Context: an optimization exercise on an open-source flow, tuned for small area, a short achievable clock period and few clock cycles per item. The choices shown serve that exercise and are no tape-out recipe.
In this exercise RTL edits were held to simulation tests only and were not proved equivalent to the original.

--- flow/own.abc ---
strash
&get -n
&deepsyn -T 300
&put
dch -f
map -a
topo
dnsize
--- flow/own_synth.tcl ---
# The standard flow's synthesis (synth_recipe.tcl in the work folder, which runs ORFS's
# synth.tcl) with one change: the ABC script that maps the logic is
# $OWN_ABC_SCRIPT instead of ORFS's, and it leaves out the _0 cells (no
# smaller than their _1 versions, but weaker drivers). Registers are inferred
# and named exactly as in the standard synthesis.
proc abc {args} {
  set i [lsearch -exact $args -script]
  if {$i >= 0} {
    lset args [expr {$i + 1}] $::env(OWN_ABC_SCRIPT)
    lappend args -dont_use sky130_fd_sc_hd__*_0
  }
  yosys abc {*}$args
}
source $::env(OWN_WORK)/synth_recipe.tcl
--- design.v ---
`timescale 1ns/1ps
module aes_sbox_a (
  input  wire [7:0] x,
  output wire [7:0] v
);
  wire [7:0] t;
  assign t[0] = x[0] ^ x[1] ^ x[2] ^ x[5];
  assign t[1] = x[0] ^ x[2] ^ x[3] ^ x[4] ^ x[5] ^ x[6] ^ x[7];
  assign t[2] = x[0] ^ x[1] ^ x[2] ^ x[4];
  assign t[3] = x[0] ^ x[1] ^ x[2] ^ x[5] ^ x[7];
  assign t[4] = x[0] ^ x[3] ^ x[5];
  assign t[5] = x[0] ^ x[5];
  assign t[6] = x[0] ^ x[1] ^ x[2] ^ x[6] ^ x[7];
  assign t[7] = x[0] ^ x[2];
  aes_gf_inv_k u_inv (.t(t), .v(v));
endmodule
module aes_sbox_b (
  input  wire [7:0] v,
  output wire [7:0] y
);
  assign y[0] = ~(v[2] ^ v[5] ^ v[6]);
  assign y[1] = ~(v[5] ^ v[6] ^ v[7]);
  assign y[2] = v[6];
  assign y[3] = v[1] ^ v[2] ^ v[3] ^ v[6] ^ v[7];
  assign y[4] = v[2] ^ v[4] ^ v[5];
  assign y[5] = ~(v[2] ^ v[4]);
  assign y[6] = ~(v[0] ^ v[2] ^ v[3] ^ v[4] ^ v[6] ^ v[7]);
  assign y[7] = v[1] ^ v[7];
endmodule
module aes_gf_inv_k (
  input  wire [7:0] t,
  output wire [7:0] v
);
  wire n0, n1, n2, n3, n4, n5, n6, n7, n8, n9, n10, n11, n12, n13, n14, n15, n16, n17, n18, n19, n20, n21, n22, n23, n24, n25, n26, n27, n28, n29, n30, n31, n32, n33, n34, n35, n36, n37, n38, n39, n40, n41, n42, n43, n44, n45, n46, n47, n48, n49, n50, n51, n52, n53, n54, n55, n56, n57, n58, n59, n60, n61, n62, n63, n64, n65, n66, n67, n68, n69, n70, n71, n72, n73, n74, n75, n76, n77, n78, n79, n80, n81, n82, n83, n84, n85, n86, n87, n88, n89, n90, n91, n92, n93, n94, n95, n96, n97, n98, n99, n100, n101, n102, n103, n104, n105, n106, n107, n108, n109, n110, n111, n112, n113, n114, n115, n116, n117, n118, n119, n120, n121, n122, n123, n124, n125, n126, n127, n128, n129, n130, n131, n132, n133, n134, n135, n136, n137, n138, n139, n140, n141, n142, n143, n144, n145, n146, n147, n148, n149, n150, n151, n152, n153, n154, n155, n156, n157, n158, n159, n160, n161, n162, n163, n164, n165, n166, n167, n168, n169, n170, n171, n172, n173, n174, n175, n176, n177, n178, n179;
  assign n66 = ~(t[1] | t[3]);
  assign n76 = t[1] & t[3];
  assign n86 = ~(n76 | n66);
  assign n96 = ~(t[5] | t[7]);
  assign n101 = t[5] & t[7];
  assign n102 = ~(n101 | n96);
  assign n103 = n102 & n86;
  assign n104 = ~(t[2] | t[0]);
  assign n105 = t[2] & t[0];
  assign n106 = ~(n105 | n104);
  assign n107 = ~n106 & n86;
  assign n108 = n106 & ~n86;
  assign n109 = ~(n108 | n107);
  assign n110 = ~(t[6] | t[4]);
  assign n111 = t[6] & t[4];
  assign n112 = ~(n111 | n110);
  assign n113 = ~n112 & n102;
  assign n114 = n112 & ~n102;
  assign n115 = ~(n114 | n113);
  assign n116 = ~(n115 | n109);
  assign n117 = ~n116 & n103;
  assign n118 = n116 & ~n103;
  assign n119 = ~(n118 | n117);
  assign n120 = t[1] & t[5];
  assign n123 = ~(n122 | n121);
  assign n126 = ~(n125 | n124);
  assign n127 = n126 & n123;
  assign n128 = ~(t[0] | t[4]);
  assign n129 = ~(n128 | n127);
  assign n130 = ~(n129 | n120);
  assign n131 = n130 & n119;
  assign n132 = ~(n130 | n119);
  assign n133 = ~(n132 | n131);
  assign n134 = ~(n126 | n123);
  assign n135 = ~(n134 | n127);
  assign n138 = ~(n137 | n136);
  assign n139 = ~(n138 | t[3]);
  assign n140 = t[2] & ~t[7];
  assign n141 = n140 & ~n139;
  assign n142 = ~n140 & n139;
  assign n143 = ~(n142 | n141);
  assign n144 = ~n143 & n119;
  assign n145 = n143 & ~n119;
  assign n146 = ~(n145 | n144);
  assign n147 = n146 & n135;
  assign n148 = ~(n146 | n135);
  assign n149 = ~(n148 | n147);
  assign n150 = n149 & n133;
  assign n151 = ~(n134 | n120);
  assign n152 = n125 & n122;
  assign n153 = ~(n152 | n151);
  assign n154 = n112 & n106;
  assign n155 = ~n154 & n103;
  assign n156 = n154 & ~n103;
  assign n157 = ~(n156 | n155);
  assign n158 = n157 & n153;
  assign n159 = ~(n157 | n153);
  assign n160 = ~(n159 | n158);
  assign n161 = ~(t[2] | t[7]);
  assign n162 = n161 & ~n157;
  assign n163 = ~n161 & n157;
  assign n164 = ~(n163 | n162);
  assign n167 = ~(n166 | n165);
  assign n168 = n167 & ~t[6];
  assign n169 = ~(t[1] | t[5]);
  assign n170 = ~(n169 | n120);
  assign n171 = ~n170 & n168;
  assign n172 = n170 & ~n168;
  assign n173 = ~(n172 | n171);
  assign n174 = n173 & n164;
  assign n175 = ~(n173 | n164);
  assign n176 = ~(n175 | n174);
  assign n177 = ~(n176 | n160);
  assign n178 = n177 & ~n150;
  assign n179 = ~n177 & n150;
  assign n0 = ~(n179 | n178);
  assign n1 = n0 & n133;
  assign n2 = ~(n160 | n133);
  assign n3 = ~(n2 | n1);
  assign n4 = n3 & t[2];
  assign n5 = ~n160 & n149;
  assign n6 = ~n5 & n133;
  assign n7 = ~n6 & n176;
  assign n8 = ~(n7 | n178);
  assign n9 = ~(n8 | n2);
  assign n10 = ~(n9 | n1);
  assign n11 = ~n10 & n167;
  assign n12 = n160 & ~n149;
  assign n13 = ~n12 & n176;
  assign n14 = n0 & n149;
  assign n15 = ~(n14 | n13);
  assign n16 = n15 & n8;
  assign n17 = ~n12 & n7;
  assign n18 = ~(n17 | n16);
  assign n19 = ~n18 & n86;
  assign n20 = ~(n176 | n149);
  assign n21 = ~(n20 | n14);
  assign n22 = ~n21 & n3;
  assign n23 = n21 & ~n3;
  assign n24 = ~(n23 | n22);
  assign n25 = n24 & n18;
  assign n26 = ~(n24 | n18);
  assign n27 = ~(n26 | n25);
  assign n28 = n27 & ~n109;
  assign n29 = n28 & ~n19;
  assign n30 = ~n28 & n19;
  assign n31 = ~(n30 | n29);
  assign n32 = ~n31 & n11;
  assign n33 = n31 & ~n11;
  assign n34 = ~(n33 | n32);
  assign n35 = n34 & n4;
  assign n36 = ~(n34 | n4);
  assign v[6] = ~(n36 | n35);
  assign n37 = n21 & t[0];
  assign n38 = ~(n20 | n13);
  assign n39 = ~(n38 | n14);
  assign n40 = ~n39 & n126;
  assign n41 = ~n40 & n31;
  assign n42 = n40 & ~n31;
  assign n43 = ~(n42 | n41);
  assign n44 = n43 & n37;
  assign n45 = ~(n43 | n37);
  assign v[4] = ~(n45 | n44);
  assign n46 = n3 & t[6];
  assign n47 = ~n10 & n138;
  assign n48 = ~n18 & n102;
  assign n49 = n27 & ~n115;
  assign n50 = n49 & ~n48;
  assign n51 = ~n49 & n48;
  assign n52 = ~(n51 | n50);
  assign n53 = ~n52 & n47;
  assign n54 = n52 & ~n47;
  assign n55 = ~(n54 | n53);
  assign n56 = n55 & n46;
  assign n57 = ~(n55 | n46);
  assign v[2] = ~(n57 | n56);
  assign n58 = n21 & t[4];
  assign n59 = ~n39 & n123;
  assign n60 = ~n59 & n52;
  assign n61 = n59 & ~n52;
  assign n62 = ~(n61 | n60);
  assign n63 = n62 & n58;
  assign n64 = ~(n62 | n58);
  assign v[0] = ~(n64 | n63);
  assign n65 = ~n24 & n112;
  assign n67 = n65 & ~n48;
  assign n68 = ~n65 & n48;
  assign n69 = ~(n68 | n67);
  assign n70 = n8 & t[7];
  assign n71 = ~n70 & n47;
  assign n72 = n70 & ~n47;
  assign n73 = ~(n72 | n71);
  assign n74 = n73 & n69;
  assign n75 = ~(n73 | n69);
  assign v[3] = ~(n75 | n74);
  assign n77 = ~n15 & t[5];
  assign n78 = ~n77 & n59;
  assign n79 = n77 & ~n59;
  assign n80 = ~(n79 | n78);
  assign n81 = n80 & n69;
  assign n82 = ~(n80 | n69);
  assign v[1] = ~(n82 | n81);
  assign n83 = n8 & t[3];
  assign n84 = ~n24 & n106;
  assign n85 = n84 & ~n19;
  assign n87 = ~n84 & n19;
  assign n88 = ~(n87 | n85);
  assign n89 = ~n88 & n11;
  assign n90 = n88 & ~n11;
  assign n91 = ~(n90 | n89);
  assign n92 = n91 & n83;
  assign n93 = ~(n91 | n83);
  assign v[7] = ~(n93 | n92);
  assign n94 = ~n15 & t[1];
  assign n95 = ~n88 & n40;
  assign n97 = n88 & ~n40;
  assign n98 = ~(n97 | n95);
  assign n99 = n98 & n94;
  assign n100 = ~(n98 | n94);
  assign v[5] = ~(n100 | n99);
  assign n121 = ~(t[5] | t[4]);
  assign n122 = t[5] & t[4];
  assign n124 = ~(t[1] | t[0]);
  assign n125 = t[1] & t[0];
  assign n136 = ~(t[7] | t[6]);
  assign n137 = t[7] & t[6];
  assign n165 = ~(t[3] | t[2]);
  assign n166 = t[3] & t[2];
endmodule
`timescale 1ns/1ps
module aes_sbox_ad (
  input  wire [7:0] xe,
  input  wire [7:0] xd,
  input  wire       dec,
  output wire [7:0] v
);
  wire [7:0] te, td;
  assign te[0] = xe[0] ^ xe[4] ^ xe[5] ^ xe[6];
  assign te[1] = xe[0] ^ xe[1] ^ xe[2] ^ xe[5] ^ xe[6] ^ xe[7];
  assign te[2] = xe[0] ^ xe[5] ^ xe[6] ^ xe[7];
  assign te[3] = xe[0] ^ xe[1] ^ xe[5] ^ xe[6];
  assign te[4] = xe[0];
  assign te[5] = xe[0] ^ xe[1] ^ xe[3] ^ xe[4] ^ xe[7];
  assign te[6] = xe[0] ^ xe[1] ^ xe[2] ^ xe[3] ^ xe[6];
  assign te[7] = xe[0] ^ xe[5] ^ xe[6];
  assign td[0] = ~(xd[0] ^ xd[1] ^ xd[4] ^ xd[6]);
  assign td[1] = xd[4] ^ xd[7];
  assign td[2] = ~(xd[0] ^ xd[1] ^ xd[3] ^ xd[6]);
  assign td[3] = ~(xd[4] ^ xd[6]);
  assign td[4] = ~(xd[2] ^ xd[5] ^ xd[7]);
  assign td[5] = ~(xd[4] ^ xd[6] ^ xd[7]);
  assign td[6] = xd[0] ^ xd[1] ^ xd[4] ^ xd[5] ^ xd[6];
  assign td[7] = ~(xd[0] ^ xd[3] ^ xd[4]);
  aes_gf_inv_d u_inv (.t(dec ? td : te), .v(v));
endmodule
module aes_inv_sbox_b (
  input  wire [7:0] v,
  output wire [7:0] y
);
  assign y[0] = v[4];
  assign y[1] = v[3] ^ v[7];
  assign y[2] = v[1] ^ v[2] ^ v[3] ^ v[7];
  assign y[3] = v[0] ^ v[2] ^ v[3] ^ v[4] ^ v[5] ^ v[7];
  assign y[4] = v[0] ^ v[7];
  assign y[5] = v[0] ^ v[1] ^ v[3] ^ v[4] ^ v[5] ^ v[6];
  assign y[6] = v[0] ^ v[1] ^ v[3] ^ v[5] ^ v[6] ^ v[7];
  assign y[7] = v[2] ^ v[7];
endmodule
module aes_sbox_be (
  input  wire [7:0] v,
  output wire [7:0] y
);
  assign y[0] = ~(v[0] ^ v[2] ^ v[7]);
  assign y[1] = ~(v[2] ^ v[3] ^ v[7]);
  assign y[2] = v[0] ^ v[3] ^ v[4] ^ v[5] ^ v[6];
  assign y[3] = v[0] ^ v[1] ^ v[2] ^ v[3] ^ v[5];
  assign y[4] = v[1] ^ v[3] ^ v[5];
  assign y[5] = ~(v[0] ^ v[6]);
  assign y[6] = ~(v[1] ^ v[5]);
  assign y[7] = v[3] ^ v[5];
endmodule
module aes_gf_inv_d (
  input  wire [7:0] t,
  output wire [7:0] v
);
  wire n0, n1, n2, n3, n4, n5, n6, n7, n8, n9, n10, n11, n12, n13, n14, n15, n16, n17, n18, n19, n20, n21, n22, n23, n24, n25, n26, n27, n28, n29, n30, n31, n32, n33, n34, n35, n36, n37, n38, n39, n40, n41, n42, n43, n44, n45, n46, n47, n48, n49, n50, n51, n52, n53, n54, n55, n56, n57, n58, n59, n60, n61, n62, n63, n64, n65, n66, n67, n68, n69, n70, n71, n72, n73, n74, n75, n76, n77, n78, n79, n80, n81, n82, n83, n84, n85, n86, n87, n88, n89, n90, n91, n92, n93, n94, n95, n96, n97, n98, n99, n100, n101, n102, n103, n104, n105, n106, n107, n108, n109, n110, n111, n112, n113, n114, n115, n116, n117, n118, n119, n120, n121, n122, n123, n124, n125, n126, n127, n128, n129, n130, n131, n132, n133, n134, n135, n136, n137, n138, n139, n140, n141, n142, n143, n144, n145, n146, n147, n148, n149, n150, n151, n152, n153, n154, n155, n156, n157, n158, n159, n160, n161, n162, n163, n164, n165, n166, n167, n168, n169, n170, n171, n172, n173, n174, n175, n176, n177, n178, n179, n180;
  assign n66 = ~t[1] & t[3];
  assign n76 = t[1] & ~t[3];
  assign n86 = ~(n76 | n66);
  assign n96 = t[1] & t[4];
  assign n102 = ~t[5] & t[7];
  assign n103 = t[5] & ~t[7];
  assign n104 = ~(n103 | n102);
  assign n105 = n104 & n86;
  assign n108 = ~(n107 | n106);
  assign n109 = n108 & t[5];
  assign n110 = ~n109 & n105;
  assign n111 = n109 & ~n105;
  assign n112 = ~(n111 | n110);
  assign n113 = ~t[2] & t[0];
  assign n114 = t[2] & ~t[0];
  assign n115 = ~(n114 | n113);
  assign n116 = ~t[6] & t[4];
  assign n117 = t[6] & ~t[4];
  assign n118 = ~(n117 | n116);
  assign n119 = ~(n118 | n115);
  assign n120 = ~n119 & n112;
  assign n121 = n119 & ~n112;
  assign n122 = ~(n121 | n120);
  assign n123 = n122 & n96;
  assign n124 = ~(n122 | n96);
  assign n125 = ~(n124 | n123);
  assign n128 = ~(n127 | n126);
  assign n129 = ~(n128 | t[2]);
  assign n130 = ~n118 & n104;
  assign n131 = n118 & ~n104;
  assign n132 = ~(n131 | n130);
  assign n133 = ~(n132 | n86);
  assign n134 = ~(n115 | n104);
  assign n135 = n134 & ~n133;
  assign n136 = ~n134 & n133;
  assign n137 = ~(n136 | n135);
  assign n138 = t[3] & ~t[6];
  assign n139 = ~n138 & n137;
  assign n140 = n138 & ~n137;
  assign n141 = ~(n140 | n139);
  assign n142 = n141 & n129;
  assign n143 = ~(n141 | n129);
  assign n144 = ~(n143 | n142);
  assign n145 = ~(n144 | n125);
  assign n146 = ~(t[2] | t[6]);
  assign n147 = ~n146 & n119;
  assign n148 = n146 & ~n119;
  assign n149 = ~(n148 | n147);
  assign n152 = ~(n151 | n150);
  assign n153 = n152 & n128;
  assign n154 = ~(n104 | n86);
  assign n155 = ~n154 & n153;
  assign n156 = n154 & ~n153;
  assign n157 = ~(n156 | n155);
  assign n158 = n157 & n149;
  assign n159 = ~(n157 | n149);
  assign n160 = ~(n159 | n158);
  assign n161 = n160 & ~n145;
  assign n162 = n115 & n104;
  assign n163 = ~n132 & n86;
  assign n166 = ~(n165 | n164);
  assign n167 = n166 & t[0];
  assign n168 = ~n167 & n96;
  assign n169 = n167 & ~n96;
  assign n170 = ~(n169 | n168);
  assign n171 = ~n170 & n163;
  assign n172 = n170 & ~n163;
  assign n173 = ~(n172 | n171);
  assign n174 = n173 & n162;
  assign n175 = ~(n173 | n162);
  assign n176 = ~(n175 | n174);
  assign n177 = n176 & ~n144;
  assign n178 = ~(n177 | n161);
  assign n179 = n177 & n161;
  assign n180 = ~(n179 | n178);
  assign n0 = n176 & n125;
  assign n1 = ~(n176 | n145);
  assign n2 = ~(n160 | n144);
  assign n3 = n160 & n144;
  assign n4 = ~(n3 | n2);
  assign n5 = ~n4 & n125;
  assign n6 = ~n5 & n1;
  assign n7 = ~(n6 | n0);
  assign n8 = ~n7 & n180;
  assign n9 = n7 & ~n180;
  assign n10 = ~(n9 | n8);
  assign n11 = n10 & ~n86;
  assign n12 = ~(n2 | n125);
  assign n13 = ~n12 & n178;
  assign n14 = n180 & ~n144;
  assign n15 = ~(n14 | n13);
  assign n16 = ~(n160 | n125);
  assign n17 = n16 & n176;
  assign n18 = ~(n17 | n0);
  assign n19 = n18 & ~n5;
  assign n20 = n19 & ~n15;
  assign n21 = ~n19 & n15;
  assign n22 = ~(n21 | n20);
  assign n23 = n22 & ~n115;
  assign n24 = n23 & ~n11;
  assign n25 = ~n23 & n11;
  assign n26 = ~(n25 | n24);
  assign n27 = ~(n17 | n1);
  assign n28 = ~n27 & n152;
  assign n29 = n19 & t[2];
  assign n30 = ~n29 & n28;
  assign n31 = n29 & ~n28;
  assign n32 = ~(n31 | n30);
  assign n33 = n32 & n26;
  assign n34 = ~(n32 | n26);
  assign v[6] = ~(n34 | n33);
  assign n35 = ~n15 & t[0];
  assign n36 = ~(n13 | n3);
  assign n37 = n36 & n108;
  assign n38 = ~n37 & n26;
  assign n39 = n37 & ~n26;
  assign n40 = ~(n39 | n38);
  assign n41 = n40 & n35;
  assign n42 = ~(n40 | n35);
  assign v[4] = ~(n42 | n41);
  assign n43 = ~n27 & n128;
  assign n44 = n10 & ~n104;
  assign n45 = n22 & ~n118;
  assign n46 = n45 & ~n44;
  assign n47 = ~n45 & n44;
  assign n48 = ~(n47 | n46);
  assign n49 = n19 & t[6];
  assign n50 = ~n49 & n48;
  assign n51 = n49 & ~n48;
  assign n52 = ~(n51 | n50);
  assign n53 = n52 & n43;
  assign n54 = ~(n52 | n43);
  assign v[2] = ~(n54 | n53);
  assign n55 = ~n15 & t[4];
  assign n56 = n36 & n166;
  assign n57 = ~n56 & n48;
  assign n58 = n56 & ~n48;
  assign n59 = ~(n58 | n57);
  assign n60 = n59 & n55;
  assign n61 = ~(n59 | n55);
  assign v[0] = ~(n61 | n60);
  assign n62 = n7 & t[7];
  assign n63 = n10 & ~n132;
  assign n64 = n22 & ~n104;
  assign n65 = n64 & ~n63;
  assign n67 = ~n64 & n63;
  assign n68 = ~(n67 | n65);
  assign n69 = ~n68 & n43;
  assign n70 = n68 & ~n43;
  assign n71 = ~(n70 | n69);
  assign n72 = n71 & n62;
  assign n73 = ~(n71 | n62);
  assign v[3] = ~(n73 | n72);
  assign n74 = ~n180 & t[5];
  assign n75 = ~n68 & n56;
  assign n77 = n68 & ~n56;
  assign n78 = ~(n77 | n75);
  assign n79 = n78 & n74;
  assign n80 = ~(n78 | n74);
  assign v[1] = ~(n80 | n79);
  assign n81 = n7 & t[3];
  assign n82 = ~n81 & n28;
  assign n83 = n81 & ~n28;
  assign n84 = ~(n83 | n82);
  assign n85 = ~(n22 | n86);
  assign n87 = n10 & n115;
  assign n88 = ~n10 & n86;
  assign n89 = ~(n88 | n87);
  assign n90 = n89 & ~n85;
  assign n91 = n87 & n85;
  assign n92 = ~(n91 | n90);
  assign n93 = n92 & n84;
  assign n94 = ~(n92 | n84);
  assign v[7] = ~(n94 | n93);
  assign n95 = ~n180 & t[1];
  assign n97 = ~n95 & n37;
  assign n98 = n95 & ~n37;
  assign n99 = ~(n98 | n97);
  assign n100 = n99 & n92;
  assign n101 = ~(n99 | n92);
  assign v[5] = ~(n101 | n100);
  assign n106 = ~(t[1] | t[0]);
  assign n107 = t[1] & t[0];
  assign n126 = ~(t[7] | t[6]);
  assign n127 = t[7] & t[6];
  assign n150 = ~(t[3] | t[2]);
  assign n151 = t[3] & t[2];
  assign n164 = ~(t[5] | t[4]);
  assign n165 = t[5] & t[4];
endmodule
`timescale 1ns/1ps
module aes_engine (
  input  wire         clk,
  input  wire         rst,           
  input  wire         key_valid,
  output wire         key_ready,
  input  wire [255:0] key,           
  input  wire [1:0]   key_len,       
  input  wire         in_valid,
  output wire         in_ready,
  input  wire [127:0] in_data,
  input  wire         in_decrypt,    
  output wire         out_valid,
  input  wire         out_ready,
  output wire [127:0] out_data
);
  genvar gi;
  integer i;
  function [7:0] xtime;
    input [7:0] b;
    begin
      xtime = {b[6:0], 1'b0} ^ (b[7] ? 8'h1b : 8'h00);
    end
  endfunction
  function [4:0] tlast_of;        
    input [1:0] kl;
    begin
      tlast_of = (kl == 2'd0) ? 5'd20 : (kl == 2'd1) ? 5'd24 : 5'd28;
    end
  endfunction
  reg  [1:0]   klen;         
  reg          key_ok;       
  reg          first;        
  reg          run;          
  reg  [4:0]   t;            
  reg          vx, dx;       
  reg          vy, dy;       
  reg          in_rdy;       
  reg          key_rdy;
  reg          x_fin;        
  reg          y_slot;       
  reg          t_zero;       
  reg  [3:0]   s1_dec;
  reg  [1:0]   s2_dec;
  reg  [1:0]   s2_gen;
  reg          st2_to_r;     
  reg          st1_act;      
  reg          stepf, stepb; 
  reg  [127:0] R;            
  reg  [127:0] Mreg;         
  wire [4:0] tlast = tlast_of(klen);
  wire x_res   = x_fin && vx;
  wire y_res   = y_slot && vy;
  wire stall   = (x_res || y_res) && !out_ready;
  assign key_ready = key_rdy;
  assign in_ready  = in_rdy && !stall && !(first && in_decrypt);
  assign out_valid = x_res || y_res;
  wire key_fire = key_valid && key_rdy && !rst;
  wire in_fire  = in_valid && in_ready && !rst;
  reg  [255:0] WF, WB;      
  reg  [31:0]  MF, MB;      
  reg  [16:0]  gcf, gcb;
  reg          wb_new;       
  reg          rdf;          
  reg          rdb;          
  function [7:0] rcon_of;
    input [1:0] kl;
    input [3:0] rr;
    begin
      rcon_of = 8'h00;
      case (kl)
        2'd0: case (rr)
          4'd0: rcon_of = 8'h01; 4'd1: rcon_of = 8'h02; 4'd2: rcon_of = 8'h04;
          4'd3: rcon_of = 8'h08; 4'd4: rcon_of = 8'h10; 4'd5: rcon_of = 8'h20;
          4'd6: rcon_of = 8'h40; 4'd7: rcon_of = 8'h80; 4'd8: rcon_of = 8'h1b;
          4'd9: rcon_of = 8'h36;
          default: rcon_of = 8'h00;
        endcase
        2'd1: case (rr)
          4'd0: rcon_of = 8'h01; 4'd1: rcon_of = 8'h02; 4'd3: rcon_of = 8'h04;
          4'd4: rcon_of = 8'h08; 4'd6: rcon_of = 8'h10; 4'd7: rcon_of = 8'h20;
          4'd9: rcon_of = 8'h40; 4'd10: rcon_of = 8'h80;
          default: rcon_of = 8'h00;
        endcase
        default: case (rr)
          4'd0: rcon_of = 8'h01; 4'd2: rcon_of = 8'h02; 4'd4: rcon_of = 8'h04;
          4'd6: rcon_of = 8'h08; 4'd8: rcon_of = 8'h10; 4'd10: rcon_of = 8'h20;
          4'd12: rcon_of = 8'h40;
          default: rcon_of = 8'h00;
        endcase
      endcase
    end
  endfunction
  function [1:0] mod3;
    input [3:0] rr;
    begin
      case (rr)
        4'd0, 4'd3, 4'd6, 4'd9,  4'd12, 4'd15: mod3 = 2'd0;
        4'd1, 4'd4, 4'd7, 4'd10, 4'd13:        mod3 = 2'd1;
        default:                               mod3 = 2'd2;
      endcase
    end
  endfunction
  function [16:0] gctl;
    input [1:0] kl;
    input       bwd;
    input [3:0] rr;
    reg   [1:0] ph;
    reg   [2:0] sel;
    begin
      ph = mod3(rr);
      case (kl)
        2'd0:    sel = 3'b001;
        2'd1:    sel = bwd ? ((ph == 2'd1) ? 3'b100 : 3'b010)
                           : ((ph == 2'd1) ? 3'b100 : 3'b010);
        default: sel = 3'b000;
      endcase
      gctl = {sel, kl == 2'd0, kl == 2'd1, kl == 2'd2, ph == 2'd0, ph == 2'd1,
              (kl != 2'd2) || !rr[0], rcon_of(kl, rr)};
    end
  endfunction
  function [31:0] sw_in_f;
    input [2:0]   sel;
    input [255:0] w;
    begin
      sw_in_f = sel[0] ? w[159:128] :
                sel[1] ? w[95:64] :
                sel[2] ? (w[255:224] ^ w[223:192] ^ w[95:64]) : w[31:0];
    end
  endfunction
  function [31:0] sw_in_b;
    input [2:0]   sel;
    input [255:0] w;
    begin
      sw_in_b = sel[0] ? (w[159:128] ^ w[191:160]) :
                sel[1] ? w[223:192] : w[159:128];
    end
  endfunction
  function [255:0] w_step_f;
    input [16:0]  c;
    input [255:0] w;
    input [31:0]  s;
    reg   [31:0]  w0, w1, w2, w3, w4, w5, w6, w7, tw, n0, n1, n2, n3;
    reg           k4, k6, k8, ph0, ph1, rot;
    begin
      {k4, k6, k8, ph0, ph1, rot} = c[13:8];
      w0 = w[255:224]; w1 = w[223:192]; w2 = w[191:160]; w3 = w[159:128];
      w4 = w[127:96];  w5 = w[95:64];   w6 = w[63:32];   w7 = w[31:0];
      tw = (rot ? {s[23:0], s[31:24]} : s) ^ {c[7:0], 24'h0};
      n0 = w0 ^ ((k6 && !ph0) ? w5 : tw);
      n1 = w1 ^ n0;
      n2 = w2 ^ ((k6 && ph1) ? tw : n1);
      n3 = w3 ^ n2;
      w_step_f = k4 ? {n0, n1, n2, n3, n0, n1, n2, n3} :
                 k6 ? {w4, w5, n0, n1, n2, n3, n2, n3} :
                      {w4, w5, w6, w7, n0, n1, n2, n3};
    end
  endfunction
  function [255:0] w_step_b;
    input [16:0]  c;
    input [255:0] w;
    input [31:0]  s;
    reg   [31:0]  w0, w1, w2, w3, w4, w5, w6, w7, tw, a0, a1, a2, a3;
    reg           k4, k6, k8, ph0, ph1, rot;
    begin
      {k4, k6, k8, ph0, ph1, rot} = c[13:8];
      w0 = w[255:224]; w1 = w[223:192]; w2 = w[191:160]; w3 = w[159:128];
      w4 = w[127:96];  w5 = w[95:64];   w6 = w[63:32];   w7 = w[31:0];
      tw = (rot ? {s[23:0], s[31:24]} : s) ^ {c[7:0], 24'h0};
      a0 = k4 ? w0 : k6 ? w2 : w4;
      a1 = k4 ? w1 : k6 ? w3 : w5;
      a2 = k4 ? w2 : k6 ? w4 : w6;
      a3 = k4 ? w3 : k6 ? w5 : w7;
      w_step_b = {a0 ^ ((k6 && !ph0) ? w1 : tw), a1 ^ a0, a2 ^ ((k6 && ph1) ? tw : a1),
                  a3 ^ a2, w0, w1, w2, w3};
    end
  endfunction
  wire [127:0] rkf = WF[255:128];
  wire [127:0] rkb = WB[255:128];
  wire [31:0] swif = sw_in_f(gcf[16:14], rdf ? WB : WF);
  wire [31:0] swib = sw_in_b(gcb[16:14], rdb ? WF : WB);
  wire [31:0] swvf, swvb, swsf, swsb;
  generate
    for (gi = 0; gi < 4; gi = gi + 1) begin : g_ksbox
      aes_sbox_a u_af (.x(swif[8*gi +: 8]), .v(swvf[8*gi +: 8]));
      aes_sbox_a u_ab (.x(swib[8*gi +: 8]), .v(swvb[8*gi +: 8]));
      aes_sbox_b u_bf (.v(MF[8*gi +: 8]), .y(swsf[8*gi +: 8]));
      aes_sbox_b u_bb (.v(MB[8*gi +: 8]), .y(swsb[8*gi +: 8]));
    end
  endgenerate
  wire [255:0] wnextf = w_step_f(gcf, WF, swsf);
  wire [255:0] wnextb = w_step_b(gcb, WB, swsb);
  wire gof  = stepf && !stall;
  wire gob  = stepb && !stall;
  wire swap = x_fin && !stall;
  always @(posedge clk) begin
    MF <= swvf;
    MB <= swvb;
    wb_new <= key_fire;
    if (swap || wb_new)
      WF <= WB;
    else if (gof)
      WF <= wnextf;
    if (key_valid && key_rdy)      
      WB <= key;
    else if (swap)
      WB <= WF;
    else if (gob)
      WB <= wnextb;
  end
  wire [127:0] rk2 = {s2_gen[1] ? rkb[127:64] : rkf[127:64],
                      s2_gen[0] ? rkb[63:0]   : rkf[63:0]};
  wire         lsel = (in_decrypt ^ x_fin) || wb_new;   
  wire [127:0] v1;
  generate
    for (gi = 0; gi < 16; gi = gi + 1) begin : g_s1
      aes_sbox_ad u_a (
        .xe(R[127 - 8*((gi % 4) + 4 * (((gi / 4) + (gi % 4)) % 4)) -: 8]),
        .xd(R[127 - 8*((gi % 4) + 4 * (((gi / 4) + 4 - (gi % 4)) % 4)) -: 8]),
        .dec(s1_dec[3 - gi / 4]), .v(v1[127 - 8*(gi) -: 8]));
    end
  endgenerate
  wire [127:0] ye, yd, s2;
  generate
    for (gi = 0; gi < 16; gi = gi + 1) begin : g_s2
      aes_sbox_be    u_e (.v(Mreg[127 - 8*(gi) -: 8]), .y(ye[127 - 8*(gi) -: 8]));
      aes_inv_sbox_b u_d (.v(Mreg[127 - 8*(gi) -: 8]), .y(yd[127 - 8*(gi) -: 8]));
      assign s2[127 - 8*(gi) -: 8] = s2_dec[1 - gi / 8] ? yd[127 - 8*(gi) -: 8] : ye[127 - 8*(gi) -: 8];
    end
  endgenerate
  wire [127:0] x2 = s2 ^ rk2;
  assign out_data = x2;            
  wire [127:0] mx2;
  generate
    for (gi = 0; gi < 4; gi = gi + 1) begin : g_mix
      wire [7:0] c0 = s2[127 - 8*(4*gi + 0) -: 8];
      wire [7:0] c1 = s2[127 - 8*(4*gi + 1) -: 8];
      wire [7:0] c2 = s2[127 - 8*(4*gi + 2) -: 8];
      wire [7:0] c3 = s2[127 - 8*(4*gi + 3) -: 8];
      wire [7:0] a0 = x2[127 - 8*(4*gi + 0) -: 8];
      wire [7:0] a1 = x2[127 - 8*(4*gi + 1) -: 8];
      wire [7:0] a2 = x2[127 - 8*(4*gi + 2) -: 8];
      wire [7:0] a3 = x2[127 - 8*(4*gi + 3) -: 8];
      wire [7:0] e0 = xtime(xtime(a0 ^ a2));
      wire [7:0] e1 = xtime(xtime(a1 ^ a3));
      wire [7:0] b0 = s2_dec[1 - gi / 2] ? (a0 ^ e0) : c0;
      wire [7:0] b1 = s2_dec[1 - gi / 2] ? (a1 ^ e1) : c1;
      wire [7:0] b2 = s2_dec[1 - gi / 2] ? (a2 ^ e0) : c2;
      wire [7:0] b3 = s2_dec[1 - gi / 2] ? (a3 ^ e1) : c3;
      assign mx2[127 - 8*(4*gi + 0) -: 8] = xtime(b0) ^ xtime(b1) ^ b1 ^ b2 ^ b3;
      assign mx2[127 - 8*(4*gi + 1) -: 8] = b0 ^ xtime(b1) ^ xtime(b2) ^ b2 ^ b3;
      assign mx2[127 - 8*(4*gi + 2) -: 8] = b0 ^ b1 ^ xtime(b2) ^ xtime(b3) ^ b3;
      assign mx2[127 - 8*(4*gi + 3) -: 8] = xtime(b0) ^ b0 ^ b1 ^ b2 ^ xtime(b3);
    end
  endgenerate
  wire ld_r   = in_rdy && !stall;
  wire [1:0] kf_sel = ld_r ? {2{!lsel}} : ~s2_dec & ~s2_gen;
  wire [1:0] kb_sel = ld_r ? {2{ lsel}} : ~s2_dec &  s2_gen;
  wire [127:0] r_in = (ld_r ? in_data : mx2) ^
                      ({{64{kf_sel[1]}}, {64{kf_sel[0]}}} & rkf) ^
                      ({{64{kb_sel[1]}}, {64{kb_sel[0]}}} & rkb);
  always @(posedge clk) begin
    if (ld_r || st2_to_r)
      R <= r_in;
    if (st1_act && !stall)
      Mreg <= v1;
  end
  reg        run_n, key_ok_n, first_n, vx_n, dx_n, vy_n, dy_n;
  reg        in_rdy_n;
  reg  [4:0] t_n;
  reg  [1:0] klen_n;
  always @(*) begin
    run_n    = run;      t_n     = t;      key_ok_n = key_ok;  first_n = first;
    klen_n   = klen;     vx_n    = vx;     dx_n     = dx;      vy_n    = vy;
    dy_n     = dy;
    if (key_fire) begin
      run_n = 1'b0; key_ok_n = 1'b1; first_n = 1'b1; klen_n = key_len;
    end else if (!stall) begin
      if (!run || t == tlast) begin
        if (in_fire) begin
          run_n = 1'b1; t_n = 5'd0; vx_n = 1'b1; dx_n = in_decrypt; vy_n = 1'b0;
        end else if (!run && key_ok && first && in_valid && in_decrypt) begin
          run_n = 1'b1; t_n = 5'd0; vx_n = 1'b0; vy_n = 1'b0;
        end else
          run_n = 1'b0;
      end else if (t == tlast - 5'd1) begin
        if (in_fire) begin
          t_n = 5'd0; vx_n = 1'b1; dx_n = in_decrypt;
        end else
          t_n = tlast;
      end else begin
        t_n = t + 5'd1;
        if (t_zero) begin
          vy_n = in_fire; dy_n = in_decrypt;
        end
      end
      if (run && t == tlast - 5'd2)
        first_n = 1'b0;
    end
    in_rdy_n = (!run_n && key_ok_n) ||
               (run_n && (t_n == tlast_of(klen_n) - 5'd1 || t_n == tlast_of(klen_n))) ||
               (run_n && t_n == 5'd0 && vx_n);
    if (rst) begin
      run_n = 1'b0; key_ok_n = 1'b0; in_rdy_n = 1'b0;
      first_n = 1'b0;
    end
  end
  wire [4:0] tl_n = tlast_of(klen_n);
  wire [3:0] nr_n = tl_n[4:1];
  wire       pre_n = !run_n || t_n >= tl_n - 5'd1;
  wire [3:0] j_n   = pre_n ? 4'd0 : t_n[4:1] + {3'd0, t_n[0]};
  always @(posedge clk) begin
    run <= run_n;   t <= t_n;     key_ok <= key_ok_n;  first <= first_n;
    klen <= klen_n;
    vx <= vx_n;     dx <= dx_n;   vy <= vy_n;          dy <= dy_n;
    in_rdy  <= in_rdy_n;
    key_rdy <= !rst;
    x_fin    <= run_n && (t_n == tl_n - 5'd1);
    rdf      <= (run_n && (t_n == tl_n - 5'd1)) || key_fire;
    rdb      <= run_n && (t_n == tl_n - 5'd1 || t_n == tl_n - 5'd2);
    y_slot   <= run_n && (t_n == 5'd0 || t_n == tl_n);
    t_zero   <= (t_n == 5'd0);
    for (i = 0; i < 4; i = i + 1)
      s1_dec[i] <= (run_n && t_n != tl_n) ? (t_n[0] ? dy_n : dx_n) : (run_n ? i[1] : i[0]);
    for (i = 0; i < 2; i = i + 1) begin
      s2_dec[i] <= run_n ? (t_n[0] ? dx_n : dy_n) : i[0];
      s2_gen[i] <= run_n ? ((t_n[0] ? dx_n : dy_n) ^ (t_n == 5'd0 || t_n == tl_n)) : i[0];
    end
    st2_to_r <= run_n && (t_n != 5'd0) && (t_n <= tl_n - 5'd2);
    st1_act  <= run_n && (t_n <= tl_n - 5'd1);
    stepf    <= run_n && !t_n[0] && (t_n <= tl_n - 5'd2);
    stepb    <= run_n && !t_n[0] && (t_n <= tl_n - 5'd2) && !first_n;
    gcf      <= gctl(klen_n, 1'b0, j_n);
    gcb      <= gctl(klen_n, 1'b1, nr_n - j_n - 4'd1);
  end
endmodule
--- constraint.sdc ---
create_clock -name core_clock -period 11.0 [get_ports {clk}]
set_input_delay 2.2000 -clock core_clock [delete_from_list [all_inputs] [get_ports {clk}]]
set_output_delay 2.2000 -clock core_clock [all_outputs]
set_load 0.01 [all_outputs]
--- config.mk ---
export PLATFORM = sky130hd
export DESIGN_NAME = aes_engine
export DESIGN_NICKNAME = aes_engine
export VERILOG_FILES = /design/flow/design.v
export SDC_FILE = /design/flow/constraint.sdc
export NUM_CORES = 8
export LEC_CHECK = 0
export CAP_MARGIN = 40
export CORE_MARGIN = 2
export CORE_UTILIZATION = 50
export SETUP_SLACK_MARGIN = 5
export SLEW_MARGIN = 40
--- flow/run.sh ---
#!/bin/bash
# Own layout flow. It is the standard layout (standard.sh) with two
# changes:
# - synthesis: ABC maps the logic with an area-oriented script (flow/own.abc)
#   instead of ORFS's speed script. The synthesis is otherwise the standard flow's own
#   (synth_recipe.tcl, ORFS's synth.tcl), so registers come out with the same
#   names and cell types; run.sh checks that against the standard synthesis
#   and stops if they differ;
# - placement: every input and output port still gets a buffer, but the
#   smallest one (buf_1) rather than the one buffer_ports picks by default.
# Each tool's output goes to a log file of its own.
set -euo pipefail
W=$(pwd)
R=orfs/results/${FLOW_PLATFORM}/aes_engine/base
OWN=$W/own

# the standard synthesis, for reference
bash standard.sh synth > synth_std.log 2>&1

# the same synthesis with the area-oriented ABC script
OWN_WORK=$W OWN_ABC_SCRIPT=$W/flow/own.abc \
  make -C "$FLOW_HOME" DESIGN_CONFIG="$W/config.mk" WORK_HOME="$OWN" CLKGATE_MAP_FILE= \
  SYNTH_SCRIPT="$W/flow/own_synth.tcl" "$OWN/results/${FLOW_PLATFORM}/aes_engine/base/1_2_yosys.v" \
  > synth_own.log 2>&1

python3 flow/regs.py "$R/1_2_yosys.v" > regs_std.txt
python3 flow/regs.py "$OWN/results/${FLOW_PLATFORM}/aes_engine/base/1_2_yosys.v" > regs_own.txt
cmp regs_std.txt regs_own.txt > regs_cmp.log 2>&1

cp "$R/1_2_yosys.v" std_synth.v
cp "$OWN/results/${FLOW_PLATFORM}/aes_engine/base/1_2_yosys.v" "$R/1_2_yosys.v"
rm -f "$R/1_synth.odb"

BUFFER_PORTS_ARGS="-buffer_cell sky130_fd_sc_hd__buf_1" bash standard.sh > layout.log 2>&1
--- flow/regs.py ---
# Lists a netlist's registers (flip-flop and latch cells) as "type name", sorted.
import re, sys
txt = open(sys.argv[1]).read()
out = []
for m in re.finditer(r'^\s*(sky130_fd_sc_hd__\w+)\s+(\S+)\s*\(', txt, re.M):
    t, n = m.group(1), m.group(2)
    if re.match(r'sky130_fd_sc_hd__(e?s?df|dl(x|r|clkp)|sdl)', t):
        out.append(f"{t} {n}")
print("\n".join(sorted(out)))
--- standard.sh ---
#!/bin/bash
# synth_recipe.tcl (not shown) runs the flow's synth.tcl, then flattens the netlist and writes it again
# the make line also repeats each setting of config.mk as NAME=value (left out here)
make -C /OpenROAD-flow-scripts/flow DESIGN_CONFIG=/design/flow/config.mk WORK_HOME=/design/flow/orfs CLKGATE_MAP_FILE= SYNTH_SCRIPT=/design/flow/synth_recipe.tcl "${@:-finish}"
==> results of run 1 <==
cell type report:
cell class | count | area (um2) | area share [%]
antenna | 21 | 52.6 | 0.0525
inverter | 1307 | 5050 | 5.04
timing repair buffer | 798 | 4770 | 4.76
clock buffer | 147 | 3070 | 3.07
sequential | 893 | 25600 | 25.6
tap | 2218 | 2780 | 2.77
clock inverter | 59 | 717 | 0.716
multi-input combinational | 9213 | 58100 | 58.0
metrics by stage:
step / worst slack [ps] / hold WS [ps] / util [%] / cells
2_1_floorplan: -3170 / 446 / - / 11409
3_3_place_gp: 2900 / 480 / 54.0 / 14274
3_5_place_dp: 2930 / 486 / 54.3 / 14280
4_1_cts: 4970 / 497 / 57.3 / 14530
5_1_grt: 4870 / 531 / 58.9 / 14636
6_report: 4930 / 500 / 58.9 / 14656
flip-flops by register name, summed over array words and instances (netlist names), 2 cells and up:
name / count
R: 128
Mreg: 128
WB: 256
s2_dec: 2
MF: 32
gcf: 13
MB: 32
WF: 256
t: 5
s1_dec: 4
klen: 2
gcb: 14
s2_gen: 2
critical path, delay by kind of cell, from the launching register on:
kind	cells	cell delay [ps]
AO/OA/AOI/OAI	4	640
buffers and inverters	2	680
XOR/XNOR	8	3270
flip-flops	1	710
AND/OR/NAND/NOR	2	320
timing repair:
item	CTS	global route
cloned	5	9
setup endpoints to repair	98	139
pin swaps	30	85
hold buffers	0	0
buffers inserted	39	90
resized for setup	203	278
metal layers:
metal	routed length, um	GRT usage (%)	vias up
li1	-	-	40971
met1	153000	56.7	43716
met2	177000	68.7	7768
met3	74000	24.2	2366
met4	54200	44.6	40
met5	593	1.47	-
worst min-delay path by stage:
stage / start / to / depth (start not counted)
global placement: key_ok / key_ok / 2
CTS: key_ok / key_ok / 2
finish: key_ok / key_ok / 2
global route: key_ok / key_ok / 2
detailed placement: key_ok / key_ok / 2
floorplan: vx / vx / 2
cells in the final DEF (no fill, tap or decap), types with 22 or more instances in the layout:
cell       instances
nand2_1         2206
o211ai_1          41
ha_1             110
buf_1            520
o221ai_1          49
nor3_1            60
a22oi_1          203
mux2i_1           34
edfxtp_1         769
xnor2_1          818
xnor2_2           44
buf_4            202
a221oi_1          91
o22ai_1          442
clkbuf_16        123
nand3_1          219
nor2_2            25
nor2_1           909
xor2_1          1445
a31oi_1           46
buf_12            22
a211oi_1          24
a21oi_1          691
o221a_2           68
nor2_4            34
clkinv_2          39
dfxtp_1          115
clkinv_1        1254
o21ai_2           55
or2_2            152
xor2_2            59
nand2_2           24
o21a_1            61
inv_2             24
buf_6             30
o21ai_1         1007
o22ai_2           40
==> impl_metrics.ini, run 1 <==
[timing]
fin_setup_tns_ps = 0
rsz0062_at_grt = yes
hold_viol = 0
post-route-period-util_pct = 55.2
worst_clock_skew_ps = 94.8
setup_viol = 0
fmax_mhz = 165
worstMarginPinSlew_ps = 1090
slew_headroom_pct = 27.2
finalCriticalPeriod_ps = 6070
slew_viol_final = 0

[finish]
final_area_um2 = 100000
finalNetCount = 12830
fill_cells = 15672
area_growth_pct = 16.8
drive_gt1_share_pct = 9.39

[worst_setup_path]
startpoint = s2_gen[0]
cp_max_fo = 47
cp.arrival_ps = 6550
start_kind = register
rrSetupSlack_ps = 4930
rr_startpoint = s2_gen[0]
cp_slowest_cell = xor2_1
worst-setup-path-type = reg -> reg
endpoint_kind = register
cp_cell_sequence = buf_6 > nand2_1 > o21ai_1 > xnor2_1 > xor2_1 > xor2_1 > xor2_1 > clkinv_1 > a21oi_1 > o21ai_1 > nand2_1 > xor2_1 > xor2_1 > xor2_1 > a21oi_1 > xor2_1
endpoint = R[33]
required_ps = 11480
critPathMaxStageDelay_ps = 780
r2r_end = R[33]
cp_common_cell = xor2_1
r2r_cells = 16

[clock_network]
worstSkewPairLatency_ps = 830
cts.htree.levels = 3
root_buffer = clkbuf_16
clkSinkCount = 893
cts_made_buffers = 109
cts_tree = done
clockBufferDepth = 3
clkTransAtPathRegs_ps = 60

[routing]
ant_nets = 0
firstDrtPassIters = 13
drc = 0
drt_first_iter_violations = 14849
drt_wl_total_um = 459000
num_vias = 94861
wl_per_cell_um = 31.3
viasPerCell = 6.47

[global_routing]
grt_pass1_vias = 85295
grt_max_degree = 162
grtUsageTotal_pct = 49.9
grt_pass1_wl_um = 623000
antenna_found_initial = 30
overflow = 0

[synthesis]
netlist_instances = 11409
avgSynthCellArea_um2 = 7.51
ys_warn_count = 1
syn-num-nets = 11917
syn_area_um2 = 85700

[floorplanning]
die_y_um = 418
rows = 151
start_util_pct = 50.5
die_area_um2 = 175000
core_area_um2 = 170000
ios = 523
die_width_um = 418

[placement]
hpwlAfterDp_um = 337000
place.gp.congestion = 1.12
port_buffers = 522
placed_area_um2 = 92200

[flow_run]
cap_violations = 0

[hold_path]
hold_path.class = reg -> reg

[outcome]
status = complete, no violations
Testbench counts, summed over its fixed seeds: cycles 19,433, blocks 1,536.
==> inputs of run 2 (changes only) <==
==> flow/run.sh (replaced) <==
#!/bin/bash
# Own layout flow. It is the standard layout (standard.sh) with one change
# in synthesis: ABC maps the logic with an area-oriented script (flow/own.abc)
# instead of ORFS's speed script. The synthesis is otherwise the standard flow's own
# (synth_recipe.tcl, ORFS's synth.tcl), so registers come out with the same
# names and cell types; run.sh checks that against the standard synthesis and
# stops if they differ. Each tool's output goes to a log file of its own.
set -euo pipefail
W=$(pwd)
R=orfs/results/${FLOW_PLATFORM}/aes_engine/base
OWN=$W/own

# the standard synthesis, for reference
bash standard.sh synth > synth_std.log 2>&1

# the same synthesis with the area-oriented ABC script
OWN_WORK=$W OWN_ABC_SCRIPT=$W/flow/own.abc \
  make -C "$FLOW_HOME" DESIGN_CONFIG="$W/config.mk" WORK_HOME="$OWN" CLKGATE_MAP_FILE= \
  SYNTH_SCRIPT="$W/flow/own_synth.tcl" "$OWN/results/${FLOW_PLATFORM}/aes_engine/base/1_2_yosys.v" \
  > synth_own.log 2>&1

python3 flow/regs.py "$R/1_2_yosys.v" > regs_std.txt
python3 flow/regs.py "$OWN/results/${FLOW_PLATFORM}/aes_engine/base/1_2_yosys.v" > regs_own.txt
cmp regs_std.txt regs_own.txt > regs_cmp.log 2>&1

cp "$R/1_2_yosys.v" std_synth.v
cp "$OWN/results/${FLOW_PLATFORM}/aes_engine/base/1_2_yosys.v" "$R/1_2_yosys.v"
rm -f "$R/1_synth.odb"

bash standard.sh > layout.log 2>&1
==> impl_metrics.ini, run 2 <==
[outcome]
status = complete, no violations

[timing]
worst_clock_skew_ps = 60.8
setup_viol = 0
slew_viol_final = 0
fmax_mhz = 163
slew_headroom_pct = 27.0
finalCriticalPeriod_ps = 6140
fin_setup_tns_ps = 0
worstMarginPinSlew_ps = 1100
hold_viol = 0
post-route-period-util_pct = 55.8
rsz0062_at_grt = yes
hold-worst-slack_ps = 502

[routing]
firstDrtPassIters = 13
drt_first_iter_violations = 15304
wl_per_cell_um = 30.9
viasPerCell = 6.46
num_vias = 94867
drt_wl_total_um = 453000
ant_nets = 0
drc = 0

[clock_network]
cts_hold_buf = 0
clkTransAtPathRegs_ps = 70
clockBufferDepth = 3
cts_made_buffers = 108
cts_tree = done
worstSkewPairLatency_ps = 850
clkSinkCount = 893
root_buffer = clkbuf_16
cts.htree.levels = 3

[flow_run]
cap_violations = 0

[worst_setup_path]
r2r_end = MF[24]
start_kind = register
cp_max_fo = 53
rr_startpoint = rdf
worst-setup-path-type = reg -> out
r2r_cells = 29
required_ps = 8800
cp.arrival_ps = 3940
rrSetupSlack_ps = 4940
endpoint_kind = output port
startpoint = s2_gen[0]
endpoint = out_data[35]

[hold_path]
hold_path.class = reg -> reg

[finish]
fin_util_pct = 61.2
final_area_um2 = 104000
finalNetCount = 12851
multi_input_area_um2 = 58200
area_growth_pct = 21.3
drive_gt1_share_pct = 9.91
final_common_cell = nand2_1
layout_top_registers = WB (256), WF (256)
ff_latch_area_um2 = 25600
fill_cells = 15291
layout_common_cells = nand2_1, xor2_1, clkinv_1

[floorplanning]
rows = 151
core_area_um2 = 170000
die_area_um2 = 175000
ios = 523
die_width_um = 418
start_util_pct = 50.5
die_y_um = 418

[synthesis]
ys_warn_count = 1
syn_area_um2 = 85700
syn-num-nets = 11917
avgSynthCellArea_um2 = 7.51
netlist_instances = 11409

[global_routing]
grt-busiest-layer = met2
grt_pass1_wl_um = 623000
globalRouteMet1Util_pct = 55.7
grt_max_degree = 119
antenna_found_initial = 30
grt_use_met2_pct = 68.3
grt_pass1_vias = 87237
grtUsageTotal_pct = 49.6
overflow = 0
use_met3_pct = 23.6

[placement]
port_buffers = 522
hpwlAfterDp_um = 330000
place.gp.congestion = 1.14
placed_area_um2 = 95500
[run 2: metal layers]
layer  share of wire [%]  vias to the layer above
met5                0.26                        -
met4                  12                       44
met2                  39                     7612
li1                    -                    41008
met1                  33                    43771
met3                  16                     2432
[run 2: worst min-delay path by stage]
stage / start / end / slack [ps] / depth (start not counted)
global placement: dx / dx / 490 / 2
finish: key_ok / key_ok / 500 / 2
CTS: vx / vx / 500 / 2
detailed placement: key_ok / key_ok / 490 / 2
floorplan: vx / vx / 450 / 2
global route: key_ok / key_ok / 520 / 2
[run 2: final cells by class]
| class | instances | share of cell area (%) |
|---|---|---|
| sequential | 893 | 24.6 |
| clock buffer | 146 | 3.09 |
| antenna | 20 | 0.0481 |
| tap | 2218 | 2.67 |
| multi-input combinational | 9214 | 56.0 |
| inverter | 1307 | 4.87 |
| clock inverter | 57 | 0.722 |
| timing repair buffer | 819 | 7.95 |
[run 2: worst max-delay path: stages (launching register included)]
cell and delay (ps):
dfxtp_4 490, buf_16 280, o21ai_2 820, xor2_1 460, clkinv_1 310, clkdlybuf4s50_1 550
[run 2: what timing repair did]
item / 4_1_cts / 5_1_grt
hold endpoints to repair: 0 / 0
gates resized for setup: 264 / 303
gates cloned: 10 / 5
endpoints found under the setup margin: 166 / 165
buffers inserted: 54 / 90
pin swaps: 41 / 93
[run 2: stage by stage]
| step | instances | setup slack, ps |
|---|---|---|
| final | 14674 | 4860 |
| after global routing | 14655 | 4720 |
| after detailed placement | 14287 | 2460 |
| after floorplan | 11409 | -3170 |
| after CTS | 14554 | 4910 |
| after global placement | 14283 | 2640 |
==> inputs of run 3 (changes only) <==
==> run.sh (new file) <==
#!/bin/bash
# synth_recipe.tcl (not shown) runs the flow's synth.tcl, then flattens the netlist and writes it again
# the make line also repeats each setting of config.mk as NAME=value (left out here)
make -C /OpenROAD-flow-scripts/flow DESIGN_CONFIG=/design/flow/config.mk WORK_HOME=/design/flow/orfs CLKGATE_MAP_FILE= SYNTH_SCRIPT=/design/flow/synth_recipe.tcl finish
--- a/config.mk
+++ b/config.mk
@@ -5,8 +5,8 @@
 export SDC_FILE = /design/flow/constraint.sdc
 export NUM_CORES = 8
 export LEC_CHECK = 0
-export CAP_MARGIN = 40
+export CAP_MARGIN = 20
 export CORE_MARGIN = 2
 export CORE_UTILIZATION = 50
 export SETUP_SLACK_MARGIN = 5
-export SLEW_MARGIN = 40
+export SLEW_MARGIN = 20
removed: flow/run.sh
removed: flow/own.abc
removed: flow/own_synth.tcl
removed: flow/regs.py
removed: standard.sh
==> impl_metrics.ini, run 3 <==
[routing]
ant_nets = 0
wl_per_cell_um = 33.1
firstDrtPassIters = 10
num_vias = 100369
drt_first_iter_violations = 14361
viasPerCell = 6.50
drt_wl_total_um = 510000
drc = 0

[finish]
area_growth_pct = 17.2
finalNetCount = 13148
final_cell_count_no_fill = 15431
fill_cells = 18028
final_common_cell = xnor2_1
final_area_um2 = 117000
ff_latch_area_um2 = 25600
layout_top_registers = WB (256), WF (256)
layout_common_cells = xnor2_1, nor2_1, nand2_1
drive_gt1_share_pct = 11.2
multi_input_area_um2 = 72800

[global_routing]
antenna_found_initial = 42
grtUsageTotal_pct = 47.7
grt_pass1_vias = 90692
grt_pass1_wl_um = 693000
grt_max_degree = 191
overflow = 0

[worst_setup_path]
cp_cell_sequence = buf_6 > buf_12 > mux2i_1 > xnor2_1 > clkdlybuf4s50_1
critPathMaxStageDelay_ps = 770
cpLargestDelayFamily = buffers and inverters
startpoint = s2_gen[1]
required_ps = 8800
rrSetupSlack_ps = 4980
rr_startpoint = gcb[14]
cp.arrival_ps = 3910
cp_max_fo = 29
path_buf_inv = 3
endpoint_kind = output port
worst-setup-path-type = reg -> out
cp_slowest_cell = mux2i_1
start_kind = register

[floorplanning]
rows = 164
start_util_pct = 50.2
die_area_um2 = 204000
die_y_um = 451
ios = 523
core_area_um2 = 199000
die_width_um = 451

[timing]
hold_viol = 0
slew_headroom_pct = 7.48
setup_viol = 0
worst_clock_skew_ps = 50.5
worstMarginPinSlew_ps = 1380
post-route-period-util_pct = 55.5
finalCriticalPeriod_ps = 6110
rsz0062_at_grt = yes
fin_setup_tns_ps = 0
slew_viol_final = 0
fmax_mhz = 164

[placement]
hpwlAfterDp_um = 385000
place.gp.congestion = 1.16
dp.cells = 14892
placed_area_um2 = 108000
port_buffers = 522

[clock_network]
root_buffer = clkbuf_16
clockBufferDepth = 3
worstSkewPairLatency_ps = 850
clkTransAtPathRegs_ps = 70
cts_tree = done
clkSinkCount = 893
cts.htree.levels = 3
cts_made_buffers = 114
cts_hold_buf = 0

[synthesis]
yosysMostFrequentCell = xnor2_1
syn_area_um2 = 100000
async_reset_ff_share_pct = 0
syn-num-nets = 12781
ys_warn_count = 1
avgSynthCellArea_um2 = 8.14
synth_enable_flop_cells = 769
synth_seq_cells = 893
yosysSeqAreaShare_pct = 25.6
synth.top_cell.area_share_pct = 23.1
netlist_instances = 12273
synth.distinct_cells = 123
synth_common_cells = xnor2_1, nor2_1, nand2_1
synth.area.top_cells = edfxtp_1, xnor2_1, xor2_1
synth_ff_type = edfxtp_1
synth_top_area_cell = edfxtp_1

[outcome]
status = complete, no violations

[hold_path]
hold_path.class = reg -> reg
hp-start = dy

[flow_run]
cap_violations = 0
-- run 3: timing repair --
action | CTS | global route
pin swaps | 39 | 75
gates cloned | 9 | 2
buffers inserted | 98 | 172
setup endpoints to repair | 189 | 222
gates resized for setup | 247 | 237
-- run 3: cell type report --
| cell class | count | area share (%) |
|---|---|---|
| tap | 2656 | 2.84 |
| multi-input combinational | 10267 | 62.2 |
| sequential | 893 | 21.9 |
| clock buffer | 148 | 2.66 |
| antenna | 33 | 0.0705 |
| inverter | 274 | 0.912 |
| clock inverter | 70 | 0.662 |
| timing repair buffer | 1090 | 8.85 |
-- run 3: tightest hold or removal path, delay by kind of cell, from the launching register on --
kind	cells	cell delay [ps]
flip-flops	1	310
multiplexers	1	80
buffers and inverters	1	80
-- run 3: cells by family (layout without fill, tap and decap cells) --
family | count (synthesis) | in the layout | share of synthesized area (%)
AND/OR/NAND/NOR | 3263 | 3265 | 13.6
AO/OA/AOI/OAI | 3052 | 3052 | 18.2
XOR/XNOR | 3006 | 3006 | 27.7
buffers and inverters | 1115 | 1582 | 4.44
flip-flops | 893 | 893 | 25.6
multiplexers | 824 | 824 | 8.99
adder cells (fa/ha/maj) | 119 | 119 | 1.49
other | 1 | 34 | 0.00375
-- run 3: stage by stage --
| stage | hold slack [ps] | worst slack (ps) | utilization (%) |
|---|---|---|---|
| finish | 504 | 4890 | 58.8 |
| global route | 529 | 4830 | 58.8 |
| CTS | 502 | 4900 | 57.2 |
| detailed placement | 487 | 3040 | 54.0 |
| global placement | 459 | 3140 | 54.0 |
| floorplan | 438 | 4140 | - |
-- run 3: path summary, 6_finish.rpt --
kind	end	cells past startpoint
max	out_data[80]	5
min	dy	2
max reg2reg	MB[26]	22
min reg2reg	dy	2
-- run 3: metal layers --
metal | vias to the layer above | share of wire [%] | wire (um) | GRT usage, %
li1 | 43216 | - | - | -
met1 | 48010 | 35 | 178000 | 55.9
met2 | 7267 | 41 | 208000 | 68.2
met3 | 1856 | 13 | 65100 | 16.5
met4 | 20 | 11 | 58600 | 43.8
met5 | - | 0.035 | 177 | 0.829

[re-timing with driven ports]
Ports are ideal in the flow. The routed layouts listed here were re-timed in OpenROAD. Step 1 sets driving cells, clkbuf_16 on the clock port and buf_2 on the other inputs (assumed; they add their load-dependent delay and slew). Step 2, shift: input delay + t, output delay - t, t = (earliest + latest rising clock arrival at the registers) / 2. This alone moves slack from input paths to output paths. Three values: ideal ports, drivers, drivers and shift; two values: the first two.
run | t (ns) | setup slack, ns | clock arrival spread, ns | worst data-port slew with drivers (ns) | pins driven straight from the clock port
run 1 | 0.881 | 4.933 / 4.871 / 4.139 | 0.097 / 0.096 | 0.14 | 1
run 2 | 0.910 | 4.863 / 4.771 / 4.068 | 0.062 / 0.062 | 0.09 | 1
run 3 | 0.926 | 4.895 / 4.797 / 4.313 | 0.050 / 0.051 | 0.13 | 1
After both steps setup and hold are still met in every run listed. The setup slack of run 2, which loses most, moves by -0.092 ns with the drivers and by -0.795 ns with both steps.
